Background: an optimization exercise with open tools, aiming at small area, a short achievable clock period and few clock cycles per item. Do not read the settings as production practice.
The RTL was checked by simulation tests, not by an equivalence proof against the original design.

==> flow/design.v <==
module bfe_rho (
    input  wire               clk,
    input  wire               rst,
    input  wire               in_valid,
    output wire               in_ready,
    input  wire               in_last,
    input  wire               in_elided,
    input  wire signed [15:0] in_w_i,
    input  wire signed [15:0] in_w_q,
    output reg                out_valid,
    input  wire               out_ready,
    output reg         [14:0] out_rho,
    output reg                out_null
);
    localparam [2:0] S_ACC  = 3'd0,   
                     S_PREP = 3'd1,   
                     S_DIV  = 3'd2,   
                     S_SQRT = 3'd3,   
                     S_OUT  = 3'd4;   
    reg [2:0]  state;
    reg [37:0] e_all, e_rem;           
    reg        any_elided;
    assign in_ready = (state == S_ACC);
    wire signed [31:0] sq_i = in_w_i * in_w_i;
    wire signed [31:0] sq_q = in_w_q * in_w_q;
    wire        [31:0] mag2 = $unsigned(sq_i) + $unsigned(sq_q);
    reg [38:0] dv_rem;
    reg [31:0] dv_bits;                
    reg [31:0] quo;
    reg [5:0]  cnt;
    wire [38:0] dv_sh   = {dv_rem[37:0], dv_bits[31]};
    wire        dv_ge   = dv_sh >= {1'b0, e_rem};
    wire [38:0] dv_next = dv_ge ? dv_sh - {1'b0, e_rem} : dv_sh;
    reg [31:0] sq_x;
    reg [15:0] root;
    reg [17:0] sq_rem;
    wire [17:0] sr_sh    = {sq_rem[15:0], sq_x[31:30]};
    wire [17:0] sr_trial = {root, 2'b01};
    wire        sr_ge    = sr_sh >= sr_trial;
    wire [16:0] rho_r    = {1'b0, root} + 17'd1;    
    always @(posedge clk) begin
        if (rst) begin
            state      <= S_ACC;
            e_all      <= 38'd0;
            e_rem      <= 38'd0;
            any_elided <= 1'b0;
            out_valid  <= 1'b0;
            out_rho    <= 15'd0;
            out_null   <= 1'b0;
        end else begin
            case (state)
                S_ACC: begin
                    if (in_valid) begin
                        e_all      <= e_all + {6'd0, mag2};
                        if (!in_elided)
                            e_rem  <= e_rem + {6'd0, mag2};
                        any_elided <= any_elided | in_elided;
                        if (in_last)
                            state  <= S_PREP;
                    end
                end
                S_PREP: begin
                    if (!any_elided) begin
                        out_rho   <= 15'd16384;
                        out_null  <= 1'b0;
                        out_valid <= 1'b1;
                        state     <= S_OUT;
                    end else if (e_rem == 38'd0) begin
                        out_rho   <= 15'd0;
                        out_null  <= 1'b1;
                        out_valid <= 1'b1;
                        state     <= S_OUT;
                    end else if ({2'b00, e_all} >= {e_rem, 2'b00}) begin
                        out_rho   <= 15'h7fff;
                        out_null  <= 1'b0;
                        out_valid <= 1'b1;
                        state     <= S_OUT;
                    end else begin
                        dv_rem  <= {3'd0, e_all[37:2]};
                        dv_bits <= {e_all[1:0], 30'd0};
                        quo     <= 32'd0;
                        cnt     <= 6'd0;
                        state   <= S_DIV;
                    end
                end
                S_DIV: begin
                    dv_rem  <= dv_next;
                    dv_bits <= {dv_bits[30:0], 1'b0};
                    quo     <= {quo[30:0], dv_ge};
                    cnt     <= cnt + 6'd1;
                    if (cnt == 6'd31) begin
                        sq_x   <= {quo[30:0], dv_ge};
                        root   <= 16'd0;
                        sq_rem <= 18'd0;
                        cnt    <= 6'd0;
                        state  <= S_SQRT;
                    end
                end
                S_SQRT: begin
                    sq_x   <= {sq_x[29:0], 2'b00};
                    sq_rem <= sr_ge ? sr_sh - sr_trial : sr_sh;
                    root   <= {root[14:0], sr_ge};
                    cnt    <= cnt + 6'd1;
                    if (cnt == 6'd15)
                        state <= S_OUT;
                end
                S_OUT: begin
                    if (!out_valid) begin
                        out_rho   <= rho_r[16] ? 15'h7fff : rho_r[15:1];
                        out_null  <= 1'b0;
                        out_valid <= 1'b1;
                    end else if (out_ready) begin
                        out_valid  <= 1'b0;
                        e_all      <= 38'd0;
                        e_rem      <= 38'd0;
                        any_elided <= 1'b0;
                        state      <= S_ACC;
                    end
                end
                default: state <= S_ACC;
            endcase
        end
    end
endmodule
==> flow/run.sh <==
#!/bin/bash
# synth_recipe.tcl (not shown) runs the flow's synth.tcl, then flattens the netlist and writes it again
# the make line also repeats each setting of config.mk as NAME=value (left out here)
make -C /OpenROAD-flow-scripts/flow DESIGN_CONFIG=/design/flow/config.mk WORK_HOME=/design/flow/orfs CLKGATE_MAP_FILE= SYNTH_SCRIPT=/design/flow/synth_recipe.tcl finish
==> flow/config.mk <==
export PLATFORM = sky130hd
export DESIGN_NAME = bfe_rho
export DESIGN_NICKNAME = bfe_rho
export VERILOG_FILES = /design/flow/design.v
export SDC_FILE = /design/flow/constraint.sdc
export NUM_CORES = 4
export LEC_CHECK = 0
export CAP_MARGIN = 20
export CORE_MARGIN = 2
export CORE_UTILIZATION = 40
export SLEW_MARGIN = 20
==> flow/constraint.sdc <==
create_clock -name core_clock -period 12.0 [get_ports {clk}]
set_input_delay 2.4000 -clock core_clock [delete_from_list [all_inputs] [get_ports {clk}]]
set_output_delay 2.4000 -clock core_clock [all_outputs]
set_load 0.01 [all_outputs]
==> summary.txt <==
[layer usage]
metal,GRT usage (%),vias up,part of all wire (%),wire (µm)
met4,5.42,0,3.1,2600
met2,31.9,460,48,40000
met1,26.1,12800,45,37000
met3,1.72,114,3.9,3190
li1,-,12400,-,-
met5,0,-,0,0
[flip-flops by register name, indices dropped and copies added, names as in the netlist]
signal	flops
e_rem	38
out_valid	1
root	16
sq_rem	16
cnt	6
e_all	38
dv_rem	38
dv_bits	2
state	3
out_rho	15
any_elided	1
sq_x	32
quo	31
out_null	1
[path summary, 6_finish.rpt]
path,from,to,slack [ns],cells past startpoint
max reg2reg,e_rem[23],dv_rem[17],7.66,12
min,any_elided,any_elided,0.50,2
max,in_w_i[6],e_rem[37],0.49,34
min reg2reg,any_elided,any_elided,0.50,2
[metrics by stage]
stage	setup TNS, ns	utilization, %
floorplan	0	-
global placement	0	43.5
detailed placement	-0.682	43.5
CTS	0	44.7
global route	0	44.7
finish	0	44.7
[worst max-delay path, delay by kind of cell]
family	cells	cell delay (ns)
compound gates	6	1.29
xor+xnor	2	0.32
fa+ha+maj	10	4.82
buf+inv	7	1.27
simple gates	9	1.82
[area by class of cell]
cell class	instances	area [µm²]	share of cell area, %
clock buffers	35	767	2.01
inverters	739	2770	7.26
diodes	2	5.00	0.0131
clock inverters	15	200	0.524
flip-flops and latches	238	6180	16.2
multi-input cells	2658	25300	66.1
well taps	1144	1430	3.75
repair buffers	182	1600	4.18
[logic make-up after synthesis]
logic type | Yosys count
AO/OA/AOI/OAI | 617
multiplexers | 44
AND/OR/NAND/NOR | 992
XOR/XNOR | 170
buffers and inverters | 853
flip-flops | 238
adder cells (fa/ha/maj) | 835
[cell usage after synthesis, types with 30 or more instances]
library cell | instances | area (µm²)
o21ai_0 | 104 | 521
mux2i_1 | 39 | 390
inv_1 | 738 | 2770
a31oi_1 | 30 | 188
nand3_1 | 46 | 230
xnor2_1 | 127 | 1110
a21o_1 | 76 | 571
a21oi_1 | 135 | 676
dfxtp_1 | 97 | 1940
ha_1 | 310 | 3880
nor2_1 | 215 | 807
and2_1 | 128 | 801
xor2_1 | 43 | 377
clkbuf_1 | 92 | 345
a22o_1 | 31 | 272
edfxtp_1 | 141 | 4230
nand2_1 | 363 | 1360
a22oi_1 | 31 | 233
a211oi_1 | 39 | 293
nor2b_1 | 35 | 219
nor3_1 | 39 | 195
nand2b_1 | 37 | 231
fa_1 | 525 | 10500
==> impl_metrics.env <==
export IMPL_die_area_mm2=0.0890
export IMPL_async_flop_share_pct=0
export IMPL_ys_ff_latch=238
export IMPL_cap_viol_max_count=0
export IMPL_h_tree_depth=1
export IMPL_worst_skew_pair_late_latency_ns=0.57
export IMPL_grt_max_degree=72
export IMPL_antenna_found_initial=2
export IMPL_start_kind="input pin"
export IMPL_finalSetupViolCount=0
export IMPL_vias=25700
export IMPL_cts_sinks=238
export IMPL_post_cts_buffers=0
export IMPL_synth_compound_area_share_pct=12.0
export IMPL_wl_um=82700
export IMPL_drtAntennaViolNets=0
export IMPL_status="complete, no violations"
export IMPL_tightest_slew_ns=1.07
export IMPL_postSynthAreaPerCell_um2=9.24
export IMPL_drtIter0Drc=1466
export IMPL_dp_cells=4961
export IMPL_gp_congestion=0.879
export IMPL_yosysWarningCount=1
export IMPL_ys_flop_type="edfxtp_1"
export IMPL_maxSlewHeadroom_pct=28.4
export IMPL_drt_first_pass_iters=5
export IMPL_synth_cell_type_count=93
export IMPL_synth_mux_area_share_pct=1.29
export IMPL_vias_per_cell=5.14
export IMPL_fin_skew_ns=0.0132
export IMPL_nNetsFinal=4719
export IMPL_crit_required_ns=12.44
export IMPL_die_h_um=298
export IMPL_cts_root_buf="clkbuf_16"
export IMPL_syn_inst=3749
export IMPL_rsz0062_at_grt="false"
export IMPL_fin_hold_ws_ns=0.495
export IMPL_io_pins=56
export IMPL_place_hpwl_um=68200
export IMPL_crit_path_end_kind="flop"
export IMPL_post_cts_resized=0
export IMPL_synth_xor_area_share_pct=4.30
export IMPL_syn_area_mm2=0.0347
export IMPL_post_place_ws_ns=-0.135
export IMPL_start_util_pct=40.5
export IMPL_synth_edf_count=141
export IMPL_syn_nets=4622
export IMPL_critPathKind="in2reg"
export IMPL_drive_gt1_share_pct=6.00
export IMPL_fin_cells=5013
export IMPL_crit_fanout=6
export IMPL_clk_pin_slew_ns=0.06
export IMPL_fin_crit_ns=11.51
export IMPL_fillers=8361
export IMPL_min_path_type="reg2reg"
export IMPL_cpMostUsedCell="fa_1"
export IMPL_grt_usage_pct=19.0
export IMPL_final_common_cell="inv_1"
export IMPL_hold_viol=0
export IMPL_synth_seq_area_share_pct=17.8
export IMPL_synth_top_family_by_area="adder cells"
export IMPL_rows=107
export IMPL_grt_pass1_vias=26300
export IMPL_cts_tree="built"
export IMPL_wire_per_inst_um=16.5
export IMPL_core_area_mm2=0.0855
export IMPL_fin_ws_ns=0.493
export IMPL_dpl_instance_area_mm2=0.0372
export IMPL_synth_simple_area_share_pct=13.6
export IMPL_cts_max_path_buffers=3
export IMPL_fp_dieW_um=298
export IMPL_grt_overflow_total=0
export IMPL_fin_crit_sh_pct=95.9
export IMPL_layout_common_cells="inv_1, fa_1, nand2_1"
export IMPL_cts_hold_buffers=0
export IMPL_cts_buffers=27
export IMPL_clock_fmax_mhz=86.9
export IMPL_grt_pass1_wl_um=137000
export IMPL_arrival_ns=11.95
export IMPL_syn_to_final_growth_pct=10.3
export IMPL_slowest_stage="or4_1"
export IMPL_route_detailed_drc=0
export IMPL_synthAdderAreaFrac_pct=41.5
export IMPL_port_buffers=55
export IMPL_slew_violations=0
export IMPL_finalInstanceArea_mm2=0.0382
export IMPL_max_stage_delay_ns=0.65
Testbench counts, summed over its fixed seeds: cycles 37,989, sets 480.

[what the ideal ports hide]
The results above use ideal ports. As a check the final layout listed here was re-extracted and re-timed, cells and wires unchanged.
Step 1 (the two cells are an assumption about what drives the block):
set clk [get_ports {clk}]
set_driving_cell -lib_cell sky130_fd_sc_hd__clkbuf_16 $clk
set_driving_cell -lib_cell sky130_fd_sc_hd__buf_2 [delete_from_list [all_inputs] $clk]
Step 2 also shifts input and output timing later by t, the mid clock arrival at the registers, as if the neighbouring blocks saw the same clock.
Three values: ideal, step 1, step 2; two values: the first two.
t (ns): 0.619
setup slack, ns: 0.493 / 0.466 / -0.154
hold WS [ns]: 0.495 / 0.495 / 0.495
latest minus earliest clock arrival (ns): 0.013 / 0.013
pins driven straight from the clock port: 1
Met with ideal ports but missed after step 2: setup timing in this run. The setup slack of this run moves by -0.027 ns with the drivers and by -0.647 ns with both steps.
